What follows belongs to an exercise in optimizing a design on an open flow for small area, a short achievable clock period and few clock cycles per item; a production flow would make more cautious choices.
Only simulation tests tie the RTL to the original design; equivalence was not proved.

==> flow/design.v (excerpt) <==
module sun_stage (
    input  wire        clk,
    input  wire        rst,
    input  wire        in_valid,
    output wire        in_ready,
    input  wire        in_safe,
    input  wire [15:0] in_s,
    input  wire [15:0] in_g,
    input  wire [15:0] in_red,
    input  wire [15:0] in_grn,
    input  wire [15:0] in_blu,
    output wire        out_valid,
    input  wire        out_ready,
    output wire [15:0] out_red,
    output wire [15:0] out_grn,
    output wire [15:0] out_blu
);
    reg         sv;                  
    reg         rdy;                 
    assign in_ready = rdy;
    wire        e0 = ~sv | ~vl0;    
    wire        e1 = ~sv | ~vl1;    
    wire        e2 = ~sv | ~vl2;    
    wire        e3 = ~sv | ~vl3;    
    wire        e4 = ~sv | ~vl4;    
    wire        e5 = ~sv | ~vl5;    
    wire        e6 = ~sv | ~vl6;    
    wire        e7 = ~sv | ~vl7;    
    wire        e8 = ~sv | ~vl8;    
    wire        e9 = ~sv | ~vl9;    
    wire        e10 = ~sv | ~vl10;    
  ...
For scale: about 12,000 cells after synthesis, about 2,500 flip-flops, roughly 140 I/O pins, ~0.15 mm2 of cells after synthesis.
Settings: LEC_CHECK=0, ABC_CLOCK_PERIOD_IN_PS=4000, CAP_MARGIN=20, CORE_MARGIN=2, CORE_UTILIZATION=55, SETUP_SLACK_MARGIN=5, SLEW_MARGIN=20; clock period 12.0 ns.
standard.sh (not shown) runs the stock make flow with config.mk's settings and CLKGATE_MAP_FILE= SYNTH_SCRIPT=/design/flow/synth_recipe.tcl, a recipe that flattens the netlist after the stock synthesis.
==> flow/flow/run.sh <==
#!/bin/bash
# Own flow: the standard layout (standard.sh), unchanged except that
#  - the port buffers that global placement inserts on every input and output
#    are buf_2 cells instead of the default delay buffers.
set -euo pipefail
sed -e "s/SETUP_SLACK_MARGIN=[0-9.]*/SETUP_SLACK_MARGIN=8 'BUFFER_PORTS_ARGS=-buffer_cell sky130_fd_sc_hd__buf_2'/" standard.sh > standard_tight.sh
bash standard_tight.sh > standard.log 2>&1
The first run completed without violations.
Testbench counts at the start, summed over its fixed seeds: cycles 24,136, items 24,000.
Next try:
CTS_BUF_LIST = sky130_fd_sc_hd__clkbuf_8   (was unset)
CTS_CLUSTER_DIAMETER = 50   (was unset)
CTS_CLUSTER_SIZE = 18   (was unset)
TNS_END_PERCENT = 5   (was unset)
The new run completed with no timing, DRC or antenna violations.
Worst setup slack got worse by 0.0034 ns.
Final area shrinks by 2.9%.
Utilization came out lower by 1.8 points.
Next try:
==> flow/flow/run.sh (replaced) <==
#!/bin/bash
set -euo pipefail
sed -e 's/SETUP_SLACK_MARGIN=[0-9.]*/SETUP_SLACK_MARGIN=8/' standard.sh > standard_tight.sh
bash standard_tight.sh > standard.log 2>&1
CTS_BUF_LIST = unset   (was sky130_fd_sc_hd__clkbuf_8)
CTS_CLUSTER_DIAMETER = unset   (was 50)
CTS_CLUSTER_SIZE = unset   (was 18)
What happened:
- register-to-register slack got worse by 0.11 ns
- setup slack got worse by 0.15 ns
- clock skew came out lower by 0.034 ns
- core utilization came out higher by 1.1 points
- hold slack improved by 0.026 ns
- cell count hardly moves
- synthesized area is unchanged
- via count came out higher by 0.52%
- global-route usage came out higher by 0.40 points
- design area came out higher by 1.9%
Next try:
==> flow/flow/run.sh (replaced) <==
#!/bin/bash
# Own flow: the standard layout (standard.sh), unchanged except that
#  - the port buffers that global placement inserts on every input and output
#    are buf_2 cells instead of the default delay buffers;
#  - clock tree synthesis (same settings as config.mk gives it) inserts no
#    dummy loads.
set -euo pipefail
CTS="CTS_ARGS=-sink_clustering_enable -repair_clock_nets -sink_clustering_size 18 -sink_clustering_max_diameter 50 -buf_list sky130_fd_sc_hd__clkbuf_8 -dont_use_dummy_load"
sed -e "s/SETUP_SLACK_MARGIN=[0-9.]*/SETUP_SLACK_MARGIN=8 'BUFFER_PORTS_ARGS=-buffer_cell sky130_fd_sc_hd__buf_2' '$CTS'/" standard.sh > standard_tight.sh
bash standard_tight.sh > standard.log 2>&1
CTS_BUF_LIST = sky130_fd_sc_hd__clkbuf_8   (was unset)
CTS_CLUSTER_DIAMETER = 50   (was unset)
CTS_CLUSTER_SIZE = 18   (was unset)
=>
- clock-buffer cell count decreases by 64
- flip-flop and latch count stays the same
- final area decreases by 3.4%
- global-route usage decreases by 0.42 points
- core utilization decreases by 2.1 points
- worst hold slack got worse by 0.041 ns
Next try:
==> flow/flow/run.sh (replaced) <==
#!/bin/bash
# Own flow: the standard layout (standard.sh), unchanged except that
#  - the port buffers that global placement inserts on every input and output
#    are buf_2 cells instead of the default delay buffers.
set -euo pipefail
sed -e "s/SETUP_SLACK_MARGIN=[0-9.]*/SETUP_SLACK_MARGIN=8 'BUFFER_PORTS_ARGS=-buffer_cell sky130_fd_sc_hd__buf_2'/" standard.sh > standard_tight.sh
bash standard_tight.sh > standard.log 2>&1
CTS_BUF_LIST = unset   (was sky130_fd_sc_hd__clkbuf_8)
CTS_CLUSTER_DIAMETER = unset   (was 50)
CTS_CLUSTER_SIZE = unset   (was 18)
=> The new run passed the timing, DRC and antenna checks. Sequential share of layout area decreases by 1.4 points. Synthesized cell count is unchanged. Utilization went up by 1.9 points. Routed wire length climbs by 0.33%. Design area is higher by 3.2%. Non-clock buffer count shrinks by 1.

## separate check: timing with driven ports
In the flow no input, the clock included, has a driving cell. The finished layouts below were timed again as built, in two steps. Step 1: set_driving_cell puts a clkbuf_16 on clk and a buf_2 on each other input, an assumption about the parent block. Step 2, shift: input delay + t, output delay - t, t = (earliest + latest rising clock arrival at the registers) / 2. This alone moves slack from input paths to output paths. Slacks: no drivers / after step 1 / after step 2; pairs: no drivers / after step 1.
run | t, ns | setup slack, ns | latest minus earliest clock arrival (ns)
the first run | 0.939 | 7.879 / 7.879 / 7.755 | 0.039 / 0.040
the second run | 1.101 | 7.875 / 7.800 / 7.755 | 0.082 / 0.081
the third run | 0.939 | 7.728 / 7.632 / 7.289 | 0.051 / 0.050
the fourth run | 1.067 | 7.822 / 7.822 / 7.757 | 0.128 / 0.129
the fifth run | 0.954 | 7.854 / 7.780 / 7.772 | 0.046 / 0.046
After both steps every run listed still meets setup and hold. For the third run, which loses most, drivers alone change the setup slack by -0.096 ns; drivers and shift together by -0.439 ns.
